Context: an optimization exercise on an open-source flow, tuned for small area, a short achievable clock period and few clock cycles per item. The choices shown serve that exercise and are no tape-out recipe.
Function was not checked in any run shown here: the RTL went through the layout flow alone.

==> constraint.sdc <==
create_clock -name core_clock -period 60.0 [get_ports {clk}]
set_input_delay 12.0000 -clock core_clock [delete_from_list [all_inputs] [get_ports {clk}]]
set_output_delay 12.0000 -clock core_clock [all_outputs]
set_load 0.01 [all_outputs]
==> run.sh <==
#!/bin/bash
# synth_recipe.tcl (not shown) runs the flow's synth.tcl, then flattens the netlist and writes it again
# the make line also repeats each setting of config.mk as NAME=value (left out here)
make -C /OpenROAD-flow-scripts/flow DESIGN_CONFIG=/design/flow/config.mk WORK_HOME=/design/flow/orfs CLKGATE_MAP_FILE= SYNTH_SCRIPT=/design/flow/synth_recipe.tcl finish
==> design.v <==
module sr_bf16 (
    input  wire        clk,
    input  wire        rst,
    input  wire        cfg_load,
    input  wire [63:0] cfg_seed,
    input  wire [63:0] cfg_step,
    input  wire [63:0] cfg_idx_base,
    input  wire [63:0] cfg_idx_stride,
    input  wire        in_valid,
    output reg         in_ready,
    input  wire [31:0] in_data,
    output reg         out_valid,
    input  wire        out_ready,
    output reg  [15:0] out_data
);
    reg [63:0] seed, step, stride;
    reg [63:0] idx;           
    function [31:0] rotl;
        input [31:0] x;
        input integer n;
        begin
            rotl = (x << n) | (x >> (32 - n));
        end
    endfunction
    function [31:0] add2;
        input [31:0] x, y;
        reg [31:0] p, g, pp, gg, p2, g2;
        integer i, l;
        begin
            p = x ^ y; g = x & y; pp = p; gg = g;
            for (l = 0; l < 5; l = l + 1) begin
                g2 = gg; p2 = pp;
                for (i = 0; i < 32; i = i + 1)
                    if ((i >> l) % 2 == 1) begin
                        gg[i] = g2[i] | (p2[i] & g2[((i >> l) << l) - 1]);
                        pp[i] = p2[i] & p2[((i >> l) << l) - 1];
                    end
            end
            add2 = p ^ {gg[30:0], 1'b0};
        end
    endfunction
    function [31:0] add3;
        input [31:0] x, y, z;
        reg [31:0] s, c;
        begin
            s = x ^ y ^ z;
            c = (x & y) | (x & z) | (y & z);
            add3 = add2(s, {c[30:0], 1'b0});
        end
    endfunction
    wire [31:0] k0 [0:3];
    wire [31:0] k1 [0:3];
    assign k0[0] = seed[31:0];
    assign k1[0] = seed[63:32];
    assign k0[1] = seed[31:0]  + 32'h9e37_79b9;
    assign k1[1] = seed[63:32] + 32'hbb67_ae85;
    assign k0[2] = seed[31:0]  + 32'h3c6e_f372;
    assign k1[2] = seed[63:32] + 32'h76cf_5d0a;
    assign k0[3] = seed[31:0]  + 32'hdaa6_6d2b;
    assign k1[3] = seed[63:32] + 32'h3237_0b8f;
    function [127:0] sr_step;
        input [127:0] st;
        input [31:0]  ka, kc;
        input integer j;
        reg [31:0] a, b, c, d;
        begin
            a = st[127:96]; b = st[95:64]; c = st[63:32]; d = st[31:0];
            case (j % 4)
                0: begin a = add3(a, b, ka); d = rotl(d ^ a, 16); end
                1: begin c = add3(c, d, kc); b = rotl(b ^ c, 12); end
                2: begin a = add2(a, b);     d = rotl(d ^ a, 8);  end
                default: begin c = add2(c, d); b = rotl(b ^ c, 7); end
            endcase
            sr_step = {a, b, c, d};
        end
    endfunction
    function [15:0] sr_round;
        input [31:0] x;
        input [15:0] r;
        reg [31:0] sum;
        begin
            if (x[30:23] == 8'hFF) begin
                if (x[22:0] != 23'd0) sr_round = {x[31], 15'h7FC0};    
                else                  sr_round = x[31:16];            
            end else begin
                sum = x + {16'd0, r};
                if (sum[30:23] == 8'hFF) sr_round = {x[31], 15'h7F7F};
                else                     sr_round = sum[31:16];
            end
        end
    endfunction
    wire accept = in_valid && in_ready;
    integer j;
    reg [127:0] h0;
    always @* begin
        h0 = {idx[31:0], idx[63:32], step[31:0], step[63:32]};
        for (j = 0; j < 3; j = j + 1)
            h0 = sr_step(h0, k0[j / 4], k1[j / 4], j);
    end
    reg [127:0] p1_st;
    reg [31:0]  p1_x;
    reg         p1_v;
    always @(posedge clk) begin
        p1_st <= h0;
        p1_x  <= in_data;
        p1_v  <= !rst && accept;
    end
    reg [127:0] h1;
    always @* begin
        h1 = p1_st;
        for (j = 3; j < 6; j = j + 1)
            h1 = sr_step(h1, k0[j / 4], k1[j / 4], j);
    end
    reg [127:0] p2_st;
    reg [31:0]  p2_x;
    reg         p2_v;
    always @(posedge clk) begin
        p2_st <= h1;
        p2_x  <= p1_x;
        p2_v  <= !rst && p1_v;
    end
    reg [127:0] h2;
    always @* begin
        h2 = p2_st;
        for (j = 6; j < 10; j = j + 1)
            h2 = sr_step(h2, k0[j / 4], k1[j / 4], j);
    end
    reg [127:0] p3_st;
    reg [31:0]  p3_x;
    reg         p3_v;
    always @(posedge clk) begin
        p3_st <= h2;
        p3_x  <= p2_x;
        p3_v  <= !rst && p2_v;
    end
    reg [127:0] h3;
    always @* begin
        h3 = p3_st;
        for (j = 10; j < 13; j = j + 1)
            h3 = sr_step(h3, k0[j / 4], k1[j / 4], j);
    end
    reg [127:0] p4_st;
    reg [31:0]  p4_x;
    reg         p4_v;
    always @(posedge clk) begin
        p4_st <= h3;
        p4_x  <= p3_x;
        p4_v  <= !rst && p3_v;
    end
    reg [127:0] h4;
    always @* begin
        h4 = p4_st;
        for (j = 13; j < 16; j = j + 1)
            h4 = sr_step(h4, k0[j / 4], k1[j / 4], j);
    end
    wire [31:0] rnd = h4[127:96] ^ h4[95:64] ^ h4[63:32] ^ h4[31:0];
    wire [15:0] res = sr_round(p4_x, rnd[15:0]);
    reg [5:0] t;
    wire       pop  = out_valid && out_ready;
    wire       push = p4_v;
    integer u;
    reg [3:0] held;
    always @* begin
        held = p1_v + p2_v + p3_v + p4_v;
        for (u = 0; u < 6; u = u + 1)
            held = held + t[u];
    end
    wire room0 = held <= 4'd6;
    wire room1 = held <= 4'd5;
    wire room2 = held <= 4'd4;
    reg [15:0] q1;
    reg [15:0] q2;
    reg [15:0] q3;
    reg [15:0] q4;
    reg [15:0] q5;
    always @(posedge clk) begin
        if (rst) begin
            t         <= 6'd0;
            out_valid <= 1'b0;
            in_ready  <= 1'b0;
        end else begin
            if (push && !pop) begin
                t         <= {t[4:0], 1'b1};
                out_valid <= 1'b1;
            end else if (pop && !push) begin
                t         <= {1'b0, t[5:1]};
                out_valid <= t[1];
            end
            if (accept && !pop)      in_ready <= room2;
            else if (pop && !accept) in_ready <= room0;
            else                     in_ready <= room1;
        end
        if (pop) out_data <= (t[0] && !t[1]) ? res : q1;
        else if (!t[0]) out_data <= res;
        if (pop) q1 <= (t[1] && !t[2]) ? res : q2;
        else if (t[0] && !t[1]) q1 <= res;
        if (pop) q2 <= (t[2] && !t[3]) ? res : q3;
        else if (t[1] && !t[2]) q2 <= res;
        if (pop) q3 <= (t[3] && !t[4]) ? res : q4;
        else if (t[2] && !t[3]) q3 <= res;
        if (pop) q4 <= (t[4] && !t[5]) ? res : q5;
        else if (t[3] && !t[4]) q4 <= res;
        if (pop) q5 <= (t[5]) ? res : res;
        else if (t[4] && !t[5]) q5 <= res;
        if (cfg_load) begin
            seed   <= cfg_seed;
            step   <= cfg_step;
            stride <= cfg_idx_stride;
            idx    <= cfg_idx_base;
        end else if (accept) begin
            idx    <= idx + stride;
        end
    end
endmodule
==> config.mk <==
export PLATFORM = sky130hd
export DESIGN_NAME = sr_bf16
export DESIGN_NICKNAME = sr_bf16
export VERILOG_FILES = /design/flow/design.v
export SDC_FILE = /design/flow/constraint.sdc
export NUM_CORES = 4
export LEC_CHECK = 0
export CAP_MARGIN = 20
export CORE_MARGIN = 2
export CORE_UTILIZATION = 40
export PLACE_DENSITY = 0.6
export SLEW_MARGIN = 20
==> impl_metrics.env, run 1 <==
export IMPL_hold_slack_ps=315.8
export IMPL_hold_path_class="register to register"
export IMPL_grt_pass1_vias=47161
export IMPL_drcViolationCount=0
export IMPL_nNetsFinal=7835
export IMPL_crit_slowest_cell="nor3_2"
export IMPL_final_setup_skew_ps=35.14
export IMPL_syn_area_mm2=0.06323
export IMPL_crit_fanout=13
export IMPL_cp_top_family="compound AO/OA/AOI/OAI gates"
export IMPL_highest_layer="met5"
export IMPL_setup_viol=0
export IMPL_synth_edff_count=272
export IMPL_yosysTopAreaCell="dfxtp_1"
export IMPL_vias=46461
export IMPL_maxCapViolCount=0
export IMPL_tightest_slew_ps=1229
export IMPL_cts_root_buffer="clkbuf_16"
export IMPL_timing_final_crit_period_ps=16740
export IMPL_clock_sinks=1003
export IMPL_cts_setup_buffers=0
export IMPL_rsz0062_at_grt="false"
export IMPL_hpwl_um=207600
export IMPL_yosysMostFrequentCell="inv_1"
export IMPL_netlist_instances=6284
export IMPL_grt_pass1_wl_um=337400
export IMPL_drive_gt1_share_pct=4.405
export IMPL_synthDistinctLibCells=84
export IMPL_startpoint_type="register"
export IMPL_chipWidth_um=401.6
export IMPL_relSlewSlack_pct=17.45
export IMPL_drt_first_pass_iters=5
export IMPL_max_freq_ghz=0.05973
export IMPL_worst_path_buf_inv=2
export IMPL_antenna_found_initial=6
export IMPL_drt_wl_total_um=240200
export IMPL_synthTopCellsByCount="inv_1 (735), dfxtp_1 (731), xnor2_1 (685)"
export IMPL_wl_met3_um=11460
export IMPL_final_setup_tns_ps=0
export IMPL_portBuffers=310
export IMPL_setup_ws_ps=43260
export IMPL_synthFlopType="dfxtp_1"
export IMPL_rrSetupSlack_ps=43260
export IMPL_ys_ff_latch=1003
export IMPL_syn_nets=7473
export IMPL_dieArea_mm2=0.1613
export IMPL_cts_tree="yes"
export IMPL_cts_hold_buf=0
export IMPL_slowest_delay_ps=780
export IMPL_hold_viol=0
export IMPL_clk_path_buf_depth=3
export IMPL_cts_resized=0
export IMPL_ctsHtreeMaxLevel=3
export IMPL_grtUsageTotal_pct=29.49
export IMPL_slew_violations=0
export IMPL_synthTopCellsByArea="dfxtp_1 (23%), edfxtp_1 (13%), ha_1 (11%), fa_1 (10%), xnor2_1 (9.5%)"
export IMPL_netlist_area_leader_share_pct=23.15
export IMPL_yosysSeqAreaShare_pct=36.06
export IMPL_end_kind="register"
export IMPL_ios=311
export IMPL_start_util_pct=40.38
export IMPL_antenna_left=0
export IMPL_avgViaCountPerCell=5.275
export IMPL_wl_met2_um=110900
export IMPL_clk_latency_ps=750
export IMPL_drt_met1_wl_um=95640
export IMPL_syn_to_final_growth_pct=14.88
export IMPL_timing_final_crit_share_pct=27.90
export IMPL_gr_total_overflow=0
export IMPL_drtIter0Drc=3726
export IMPL_async_reset_ff_share_pct=0
export IMPL_cp_arrival_ps=17390
export IMPL_gp_congestion=1.006
export IMPL_worstSetupPathType="register to register"
export IMPL_avgSynthCellArea_um2=10.06
export IMPL_status="timing/DRC/antenna clean"
export IMPL_grt_max_degree=99
export IMPL_worstPathRequired_ps=60650
export IMPL_preCtsSetupSlack_ps=43430
export IMPL_die_h_um=401.6
export IMPL_numCtsBuffers=113
export IMPL_yosysWarnings=1
export IMPL_crit_top_cell="a21oi_1"
export IMPL_coreArea_mm2=0.1566
export IMPL_path_clk_slew_ps=60
export IMPL_avgRoutedWirePerCell_um=27.27
export IMPL_row_count=145
-- area by class of cell --
class | count | area [µm²]
Fill cell | 14796 | 83940
Multi-Input combinational cell | 4441 | 37310
Sequential cell | 1003 | 22800
Timing Repair Buffer | 344 | 3363
Clock buffer | 159 | 3226
Inverter | 743 | 2789
Tap cell | 2058 | 2575
Clock inverter | 52 | 549.3
Antenna cell | 7 | 17.52
-- final timing paths --
check | from | to | depth (start not counted)
setup / recovery | seed[34] | q3[2] | 65
hold reg to reg | p3_x[22] | p4_x[22] | 0
hold / removal | p3_x[22] | p4_x[22] | 0
setup reg to reg | seed[34] | q3[2] | 65
-- per-layer routing --
metal  global-route usage (%)  vias up
met5                        0        -
met4                    22.33        2
met3                    3.565      552
met2                    48.76     1687
met1                    35.11    22370
li1                         -    21850
-- worst register-to-register path: cells and delay by family, from the launching register on --
kind	cells	cell delay, ps
AOI/OAI and AO/OA	32	8540
adders and majority gates	6	2040
xor gates and xnor gates	7	1240
and+or+nand+nor	17	3760
muxes	1	340
DFF	1	500
buffers and inverters	2	240
-- kinds of logic (layout without fill, tap and decap cells) --
kind of cell | Yosys count | in the layout | share of synthesized area (%)
mux | 15 | 15 | 0.2553
compound gates | 1176 | 1176 | 12.02
buf+inv | 840 | 1298 | 4.993
fa+ha+maj | 896 | 896 | 21.60
other cells | 0 | 7 | 0
flops | 1003 | 1003 | 36.06
simple gates | 1201 | 1201 | 8.856
xor+xnor | 1153 | 1153 | 16.21
-- registers in the layout, summed over array words and instances (netlist names), 32 cells and up --
name	cells
seed	64
p1_st	128
p3_x	32
p1_x	32
p2_st	128
idx	64
p4_st	128
p4_x	32
step	64
p2_x	32
stride	64
p3_st	128
-- cell usage in the layout (no fill, tap or decap), drive strengths merged, types with 11 or more instances in the layout --
| cell | instances |
|---|---|
| a2111oi | 19 |
| a211o | 11 |
| a211oi | 34 |
| a21o | 198 |
| a21oi | 340 |
| a221oi | 16 |
| a22oi | 12 |
| a31o | 11 |
| a31oi | 29 |
| and2 | 36 |
| and3 | 32 |
| buf | 35 |
| clkbuf | 159 |
| clkdlybuf4s50 | 309 |
| clkinv | 37 |
| dfxtp | 731 |
| edfxtp | 272 |
| fa | 326 |
| ha | 570 |
| inv | 744 |
| nand2 | 292 |
| nand2b | 62 |
| nand3 | 74 |
| nand4 | 45 |
| nor2 | 403 |
| nor2b | 52 |
| nor3 | 111 |
| nor4 | 15 |
| o211ai | 29 |
| o21a | 94 |
| o21ai | 239 |
| o21bai | 27 |
| o31ai | 33 |
| or2 | 31 |
| or3 | 22 |
| xnor2 | 687 |
| xor2 | 457 |
-- per-stage QoR --
stage | instances | util [%] | instance area (µm²)
after floorplan | 6284 | - | 63230
after global placement | 8588 | 43.94 | 68800
after detailed placement | 8589 | 43.95 | 68820
after CTS | 8800 | 46.36 | 72590
after global routing | 8804 | 46.39 | 72620
final | 8807 | 46.39 | 72630
==> inputs of run 2 (changes only) <==
--- a/config.mk
+++ b/config.mk
@@ -9,4 +9,4 @@
 export CORE_MARGIN = 2
-export CORE_UTILIZATION = 40
-export PLACE_DENSITY = 0.6
+export CORE_UTILIZATION = 60
+export PLACE_DENSITY = 0.75
 export SLEW_MARGIN = 20
==> impl_metrics.env, run 2 <==
export IMPL_syn_nets=7473
export IMPL_synthDistinctLibCells=84
export IMPL_rsz0062_at_grt="false"
export IMPL_worstSetupPathType="register to register"
export IMPL_start_util_pct=60.23
export IMPL_cts_root_buffer="clkbuf_16"
export IMPL_cts_hold_buf=0
export IMPL_drt_wl_total_um=230600
export IMPL_cp_arrival_ps=18100
export IMPL_yosysWarnings=1
export IMPL_async_reset_ff_share_pct=0
export IMPL_timing_final_crit_period_ps=17580
export IMPL_antenna_left=0
export IMPL_netlist_area_leader_share_pct=23.15
export IMPL_maxCapViolCount=0
export IMPL_worstPathRequired_ps=60520
export IMPL_clock_sinks=1003
export IMPL_grt_pass1_vias=48775
export IMPL_ys_ff_latch=1003
export IMPL_yosysTopAreaCell="dfxtp_1"
export IMPL_row_count=119
export IMPL_portBuffers=310
export IMPL_ctsHtreeMaxLevel=3
export IMPL_synthFlopType="dfxtp_1"
export IMPL_path_clk_slew_ps=70
export IMPL_end_kind="register"
export IMPL_rr_worst_depth=65
export IMPL_final_cells=8127
export IMPL_numCtsBuffers=106
export IMPL_chipWidth_um=328.6
export IMPL_nNetsFinal=7823
export IMPL_cts_tree="yes"
export IMPL_hold_slack_ps=319.4
export IMPL_hold_end="p4_x[13]"
export IMPL_slowest_delay_ps=890
export IMPL_tightest_slew_ps=1247
export IMPL_syn_area_mm2=0.06323
export IMPL_clk_latency_ps=750
export IMPL_crit_top_cell="a21oi_1"
export IMPL_grtUsageTotal_pct=42.60
export IMPL_placed_cells=7915
export IMPL_final_common_cell="inv_1"
export IMPL_hold_path_class="register to register"
export IMPL_yosysSeqAreaShare_pct=36.06
export IMPL_relSlewSlack_pct=16.26
export IMPL_grt_max_degree=125
export IMPL_avgViaCountPerCell=5.912
export IMPL_cts_resized=0
export IMPL_mostFrequentLayoutCells="inv_1 (735), dfxtp_1 (731), xnor2_1 (683)"
export IMPL_avgRoutedWirePerCell_um=28.38
export IMPL_gp_congestion=1.080
export IMPL_r2r_start="seed[32]"
export IMPL_grt_pass1_wl_um=325500
export IMPL_die_h_um=328.6
export IMPL_drcViolationCount=0
export IMPL_crit_slowest_cell="nor4_1"
export IMPL_avgSynthCellArea_um2=10.06
export IMPL_syn_to_final_growth_pct=13.31
export IMPL_ios=311
export IMPL_antenna_found_initial=13
export IMPL_final_setup_skew_ps=46.84
export IMPL_coreArea_mm2=0.1050
export IMPL_whs_path_depth=0
export IMPL_rrSetupSlack_ps=42420
export IMPL_status="timing/DRC/antenna clean"
export IMPL_timing_rr_end="out_data[1]"
export IMPL_timing_final_crit_share_pct=29.30
export IMPL_synthTopCellsByCount="inv_1 (735), dfxtp_1 (731), xnor2_1 (685)"
export IMPL_gr_total_overflow=0
export IMPL_vias=48047
export IMPL_drive_gt1_share_pct=4.327
export IMPL_yosysMostFrequentCell="inv_1"
export IMPL_clk_path_buf_depth=3
export IMPL_slew_violations=0
export IMPL_hpwl_um=196500
export IMPL_max_freq_ghz=0.05687
export IMPL_setup_viol=0
export IMPL_netlist_instances=6284
export IMPL_cts_setup_buffers=0
export IMPL_hold_viol=0
export IMPL_synth_edff_count=272
export IMPL_drtIter0Drc=4538
export IMPL_synthTopCellsByArea="dfxtp_1 (23%), edfxtp_1 (13%), ha_1 (11%), fa_1 (10%), xnor2_1 (9.5%)"
export IMPL_dieArea_mm2=0.1080
export IMPL_drt_first_pass_iters=6
export IMPL_crit_fanout=13
export IMPL_hp_start="p3_x[13]"
export IMPL_startpoint_type="register"
export IMPL_final_setup_tns_ps=0
run 2: metal layers:
layer  up-vias  part of all wire [%]  track usage [%]
met5         -                0.0056                0
met4         2                    12            43.01
met3       850                   7.6            7.080
met2      2462                    46            68.85
met1     22889                    35            46.83
li1      21844                     -                -
run 2: worst max path at each step:
stage	end	start	depth (start not counted)
after floorplan	idx[0]	cfg_load	3
after global placement	out_data[1]	seed[32]	65
after detailed placement	out_data[1]	seed[32]	65
after CTS	out_data[1]	seed[32]	65
after global routing	out_data[1]	seed[32]	65
final	out_data[1]	seed[32]	65
run 2: cells by family after synthesis:
group / Yosys count / synth area share [%]
simple gates: 1201 / 8.856
flops: 1003 / 36.06
xor+xnor: 1153 / 16.21
compound gates: 1176 / 12.02
buf+inv: 840 / 4.993
fa+ha+maj: 896 / 21.60
mux: 15 / 0.2553
run 2: critical path: cells and delay by family, from the launching register on:
family          cells  cell delay, ps
mux                 1             340
fa+ha+maj           6            2120
flops               1             590
buf+inv             2             250
simple gates       18            4260
xor+xnor            7            1300
compound gates     31            8510
run 2: layout make-up:
type | count | area (µm²)
flip-flops and latches | 1003 | 22800
repair buffers | 339 | 3349
multi-input cells | 4441 | 37300
clock buffers | 146 | 3107
diodes | 11 | 27.53
inverters | 743 | 2789
clock inverters | 53 | 530.5
well taps | 1391 | 1740
fillers | 8135 | 33330
run 2: through the flow:
step | worst slack [ps] | util, % | instance area [µm²]
after detailed placement | 42950 | 64.71 | 67920
after global placement | 43250 | 64.70 | 67920
after CTS | 42740 | 68.17 | 71560
final | 42420 | 68.25 | 71640
after floorplan | 45690 | - | 63230
after global routing | 41480 | 68.25 | 71640
==> inputs of run 3 (changes only) <==
--- a/config.mk
+++ b/config.mk
@@ -7,6 +7,6 @@
 export LEC_CHECK = 0
-export CAP_MARGIN = 20
+export CAP_MARGIN = 50
 export CORE_MARGIN = 2
-export CORE_UTILIZATION = 60
-export PLACE_DENSITY = 0.75
-export SLEW_MARGIN = 20
+export CORE_UTILIZATION = 40
+export PLACE_DENSITY = 0.6
+export SLEW_MARGIN = 70
==> impl_metrics.env, run 3 <==
export IMPL_fin_area_mm2=0.07829
export IMPL_synthTopCellsByCount="inv_1 (735), dfxtp_1 (731), xnor2_1 (685)"
export IMPL_slew_violations=0
export IMPL_avgViaCountPerCell=5.284
export IMPL_yosysTopAreaCell="dfxtp_1"
export IMPL_end_kind="register"
export IMPL_gp_congestion=1.006
export IMPL_placed_cells=8742
export IMPL_dieArea_mm2=0.1613
export IMPL_gr_total_overflow=0
export IMPL_netlist_instances=6284
export IMPL_yosys_area_share_simple_pct=8.856
export IMPL_netlist_area_leader_share_pct=23.15
export IMPL_worst_path_buf_inv=8
export IMPL_syn_to_final_growth_pct=23.83
export IMPL_tightest_slew_ps=512.8
export IMPL_final_setup_tns_ps=0
export IMPL_synth_compound_area_share_pct=12.02
export IMPL_cts_root_buffer="clkbuf_16"
export IMPL_timing_final_crit_share_pct=26.78
export IMPL_grt_pass1_wl_um=341900
export IMPL_worstPathRequired_ps=60570
export IMPL_hpwl_um=211000
export IMPL_maxCapViolCount=0
export IMPL_drt_wl_total_um=242300
export IMPL_drive_gt1_share_pct=14.16
export IMPL_synthDistinctLibCells=84
export IMPL_crit_fanout=8
export IMPL_synth_top_family_by_area="adder cells"
export IMPL_ys_ff_latch=1003
export IMPL_yosysMostFrequentCell="inv_1"
export IMPL_avgRoutedWirePerCell_um=27.02
export IMPL_cts_hold_buf=0
export IMPL_place_area_mm2=0.07368
export IMPL_cp_arrival_ps=16640
export IMPL_hold_viol=0
export IMPL_hold_end="p2_x[24]"
export IMPL_portBuffers=310
export IMPL_avgSynthCellArea_um2=10.06
export IMPL_final_cells=8966
export IMPL_relSlewSlack_pct=65.70
export IMPL_clock_sinks=1003
export IMPL_status="timing/DRC/antenna clean"
export IMPL_drtIter0Drc=3788
export IMPL_fill_cells=14266
export IMPL_antenna_found_initial=5
export IMPL_synthFlopType="dfxtp_1"
export IMPL_synth_xor_area_share_pct=16.21
export IMPL_hp_start="p1_x[24]"
export IMPL_cp_top_family="compound AO/OA/AOI/OAI gates"
export IMPL_ctsHtreeMaxLevel=3
export IMPL_async_reset_ff_share_pct=0
export IMPL_coreArea_mm2=0.1566
export IMPL_start_util_pct=40.38
export IMPL_yosysWarnings=1
export IMPL_worstSetupPathType="register to register"
export IMPL_timing_final_crit_period_ps=16070
export IMPL_drt_first_pass_iters=7
export IMPL_crit_start="seed[33]"
export IMPL_path_clk_slew_ps=70
export IMPL_crit_slowest_cell="or4_4"
export IMPL_syn_nets=7473
export IMPL_rrSetupSlack_ps=43930
export IMPL_numCtsBuffers=113
export IMPL_drcViolationCount=0
export IMPL_vias=47378
export IMPL_startpoint_type="register"
export IMPL_cts_tree="yes"
export IMPL_timing_rr_end="out_data[3]"
export IMPL_nNetsFinal=7996
export IMPL_row_count=145
export IMPL_rsz0062_at_grt="false"
export IMPL_grtUsageTotal_pct=29.76
export IMPL_synthTopCellsByArea="dfxtp_1 (23%), edfxtp_1 (13%), ha_1 (11%), fa_1 (10%), xnor2_1 (9.5%)"
export IMPL_whs_path_depth=0
export IMPL_antenna_left=0
export IMPL_r2r_start="seed[33]"
export IMPL_cts_setup_buffers=0
export IMPL_slowest_delay_ps=600
export IMPL_syn_area_mm2=0.06323
export IMPL_hold_path_class="register to register"
export IMPL_synth_edff_count=272
export IMPL_final_setup_skew_ps=36.35
export IMPL_mostFrequentLayoutCells="inv_1 (729), dfxtp_1 (714), ha_1 (570)"
export IMPL_crit_top_cell="a21oi_1"
export IMPL_synth_adder_area_share_pct=21.60
export IMPL_grt_pass1_vias=48796
export IMPL_yosysSeqAreaShare_pct=36.06
export IMPL_final_common_cell="inv_1"
export IMPL_synthMuxAreaShare_pct=0.2553
export IMPL_max_freq_ghz=0.06223
export IMPL_chipWidth_um=401.6
export IMPL_die_h_um=401.6
export IMPL_grt_max_degree=61
export IMPL_ios=311
export IMPL_setup_viol=0
export IMPL_clk_path_buf_depth=3
export IMPL_clk_latency_ps=760
export IMPL_rr_worst_depth=72
export IMPL_cts_resized=0
-- run 3: changes by cell type in the layout (fill, tap and decap cells not counted), moves of 45 or more --
| cell | previous run | this run |
|---|---|---|
| xnor2_1 | 683 | 469 |
| xor2_4 | 0 | 45 |
| buf_2 | 0 | 90 |
| xor2_1 | 456 | 290 |
| xor2_2 | 1 | 122 |
| xnor2_2 | 4 | 210 |
-- run 3: kinds of logic (layout without fill, tap and decap cells) --
group                    count (synthesis)  after routing
adder cells (fa/ha/maj)                896            896
AO/OA/AOI/OAI                         1176           1176
XOR/XNOR                              1153           1153
multiplexers                            15             15
other                                    0              3
AND/OR/NAND/NOR                       1201           1201
flip-flops                            1003           1003
buffers and inverters                  840           1461
-- run 3: how the worst max path moves through the flow --
stage                        to  slack, ps  cells past startpoint
CTS                       q2[0]      43890                     71
detailed placement        q2[0]      43910                     71
floorplan                idx[0]      45690                      3
global placement    out_data[1]      43190                     65
global route              q2[2]      42780                     72
finish              out_data[3]      43930                     72
-- run 3: final cells by class --
| type | instances | area, µm² | area share, % |
|---|---|---|---|
| diodes | 3 | 7.507 | 0.009589 |
| clock buffers | 147 | 3141 | 4.011 |
| clock inverters | 66 | 908.4 | 1.160 |
| inverters | 743 | 2795 | 3.570 |
| multi-input cells | 4441 | 41600 | 53.14 |
| flip-flops and latches | 1003 | 22820 | 29.15 |
| well taps | 2058 | 2575 | 3.289 |
| repair buffers | 505 | 4441 | 5.672 |
-- run 3: per-stage QoR --
step                utilization, %  setup WS [ps]  hold slack [ps]
floorplan                        -          45690            309.6
global placement             43.94          43190            311.7
detailed placement           47.06          43910            312.1
CTS                          49.65          43890            325.6
global route                 50.00          42780            332.2
finish                       50.01          43930            323.0
-- run 3: worst register-to-register path, delay by kind of cell, from the launching register on --
kind	cells	cell delay [ps]
AO/OA/AOI/OAI	34	7450
AND/OR/NAND/NOR	17	2770
adder cells (fa/ha/maj)	6	1990
buffers and inverters	8	1880
XOR/XNOR	7	1320
flip-flops	1	530
-- run 3: metal layers --
layer  routed length, µm  global-route usage (%)
met3               11230                   3.661
met5                   0                       0
met1               95330                   35.07
met4               22870                   23.05
met2              112800                   49.40
==> inputs of run 4 (changes only) <==
--- a/config.mk
+++ b/config.mk
@@ -7,3 +7,3 @@
 export LEC_CHECK = 0
-export CAP_MARGIN = 50
+export CAP_MARGIN = 70
 export CORE_MARGIN = 2
@@ -11,2 +11,2 @@
 export PLACE_DENSITY = 0.6
-export SLEW_MARGIN = 70
+export SLEW_MARGIN = 85
==> impl_metrics.env, run 4 <==
export IMPL_crit_fanout=4
export IMPL_syn_to_final_growth_pct=59.38
export IMPL_ctsHtreeMaxLevel=3
export IMPL_synthTopCellsByArea="dfxtp_1 (23%), edfxtp_1 (13%), ha_1 (11%), fa_1 (10%), xnor2_1 (9.5%)"
export IMPL_slew_violations=0
export IMPL_async_reset_ff_share_pct=0
export IMPL_final_setup_tns_ps=0
export IMPL_cts_tree="yes"
export IMPL_hold_path_class="register to register"
export IMPL_yosysMostFrequentCell="inv_1"
export IMPL_dieArea_mm2=0.1613
export IMPL_max_freq_ghz=0.02481
export IMPL_grt_pass1_vias=57586
export IMPL_status="timing/DRC/antenna clean"
export IMPL_gp_congestion=1.006
export IMPL_drcViolationCount=0
export IMPL_crit_slowest_cell="clkdlybuf4s50_1"
export IMPL_ys_ff_latch=1003
export IMPL_ios=311
export IMPL_cts_resized=0
export IMPL_cts_hold_buf=0
export IMPL_end_kind="register"
export IMPL_antenna_left=0
export IMPL_hold_slack_ps=321.1
export IMPL_synthTopCellsByCount="inv_1 (735), dfxtp_1 (731), xnor2_1 (685)"
export IMPL_row_count=145
export IMPL_tightest_slew_ps=412.3
export IMPL_yosysWarnings=1
export IMPL_clk_path_buf_depth=3
export IMPL_synthFlopType="dfxtp_1"
export IMPL_avgViaCountPerCell=5.323
export IMPL_synth_edff_count=272
export IMPL_timing_final_crit_period_ps=40300
export IMPL_antenna_found_initial=10
export IMPL_coreArea_mm2=0.1566
export IMPL_portBuffers=310
export IMPL_maxCapViolCount=0
export IMPL_clock_sinks=1003
export IMPL_final_common_cell="inv_1"
export IMPL_crit_top_cell="clkdlybuf4s50_1"
export IMPL_chipWidth_um=401.6
export IMPL_numCtsBuffers=114
export IMPL_slowest_delay_ps=580
export IMPL_yosysTopAreaCell="dfxtp_1"
export IMPL_grtUsageTotal_pct=32.06
export IMPL_avgRoutedWirePerCell_um=26.12
export IMPL_drive_gt1_share_pct=37.89
export IMPL_drtIter0Drc=4342
export IMPL_gr_total_overflow=0
export IMPL_setup_viol=0
export IMPL_worstSetupPathType="register to register"
export IMPL_hold_viol=0
export IMPL_final_setup_skew_ps=41.06
export IMPL_whs_path_depth=0
export IMPL_nNetsFinal=9546
export IMPL_mostFrequentLayoutCells="inv_1 (691), buf_1 (621), clkdlybuf4s50_1 (619)"
export IMPL_timing_final_crit_share_pct=67.16
export IMPL_cts_root_buffer="clkbuf_16"
export IMPL_netlist_instances=6284
export IMPL_path_clk_slew_ps=70
export IMPL_relSlewSlack_pct=72.47
export IMPL_syn_area_mm2=0.06323
export IMPL_worstPathRequired_ps=60700
export IMPL_synthDistinctLibCells=84
export IMPL_cts_setup_buffers=0
export IMPL_grt_pass1_wl_um=375200
export IMPL_rr_worst_depth=123
export IMPL_die_h_um=401.6
export IMPL_cp_arrival_ps=41000
export IMPL_drt_wl_total_um=274800
export IMPL_yosysSeqAreaShare_pct=36.06
export IMPL_rsz0062_at_grt="false"
export IMPL_hpwl_um=225800
export IMPL_drt_first_pass_iters=6
export IMPL_startpoint_type="register"
export IMPL_avgSynthCellArea_um2=10.06
export IMPL_vias=55989
export IMPL_netlist_area_leader_share_pct=23.15
export IMPL_syn_nets=7473
export IMPL_start_util_pct=40.38
export IMPL_grt_max_degree=28
export IMPL_clk_latency_ps=780
## run 4: through the flow
step	cell area (µm²)	setup slack [ps]	util (%)	cells
5_1_grt	100800	18850	64.36	10517
3_5_place_dp	91430	30680	58.40	10099
6_report	100800	19700	64.36	10519
4_1_cts	95310	30550	60.88	10316
3_3_place_gp	68800	43190	43.94	8588
2_1_floorplan	63230	45690	-	6284
## run 4: final timing paths
kind	start	endpoint	slack, ps
worst max-delay path	p2_st[64]	p3_st[75]	19700
worst min-delay path	p3_x[30]	p4_x[30]	320
worst max register to register	p2_st[64]	p3_st[75]	19700
worst min register to register	p3_x[30]	p4_x[30]	320
## run 4: final cells by class
cell class	instances	area, µm²
Tap cell	2058	2575
Clock buffer	138	3074
Fill cell	11428	55800
Clock inverter	79	805.8
Inverter	743	2877
Sequential cell	1003	23100
Antenna cell	3	7.507
Multi-Input combinational cell	4441	54460
Timing Repair Buffer	2054	13870
## run 4: cell families after synthesis
group | Yosys count | share of synthesized area (%)
simple gates | 1201 | 8.856
flops | 1003 | 36.06
mux | 15 | 0.2553
xor+xnor | 1153 | 16.21
compound gates | 1176 | 12.02
buf+inv | 840 | 4.993
fa+ha+maj | 896 | 21.60
## run 4: critical path: cells and delay by family (launching register included)
family          cells  cell delay [ps]
xor+xnor            7             1080
fa+ha+maj           7             2530
compound gates     34             6680
flops               1              350
buf+inv            67            28220
simple gates        8             1310
## run 4: metal layers
layer | track usage (%) | routed length [µm] | vias to the layer above
met5 | 0 | 52 | -
met4 | 26.48 | 29430 | 8
met3 | 5.433 | 19010 | 1075
met2 | 53.15 | 126900 | 2493
met1 | 36.28 | 99360 | 27317
li1 | - | - | 25096

-- separate check: timing with driven ports --
How much do the figures lean on ideal ports? The routed layouts below were timed once more, with nothing changed but the port constraints.
Step 1, drivers: a clkbuf_16 drives clk and a buf_2 each remaining input, both assumed.
Step 2 also shifts input and output timing later by t, the mid clock arrival at the registers, as if the neighbouring blocks saw the same clock.
Slacks: no drivers / after step 1 / after step 2; pairs: no drivers / after step 1.
| run | shift t [ns] | setup slack, ns | worst setup path at the end | worst register clock-pin slew, ns | worst slew at a driven data input, ns |
|---|---|---|---|---|---|
| run 1 | 0.828 | 43.258 / 43.258 / 43.258 | register to register | 0.07 / 0.07 | 0.09 |
| run 2 | 0.814 | 42.417 / 42.417 / 42.417 | register to register | 0.07 / 0.07 | 0.12 |
| run 3 | 0.837 | 43.930 / 43.930 / 43.930 | register to register | 0.07 / 0.07 | 0.09 |
| run 4 | 0.853 | 19.701 / 19.701 / 19.701 | register to register | 0.08 / 0.08 | 0.09 |
After both steps setup and hold are still met in every run listed.
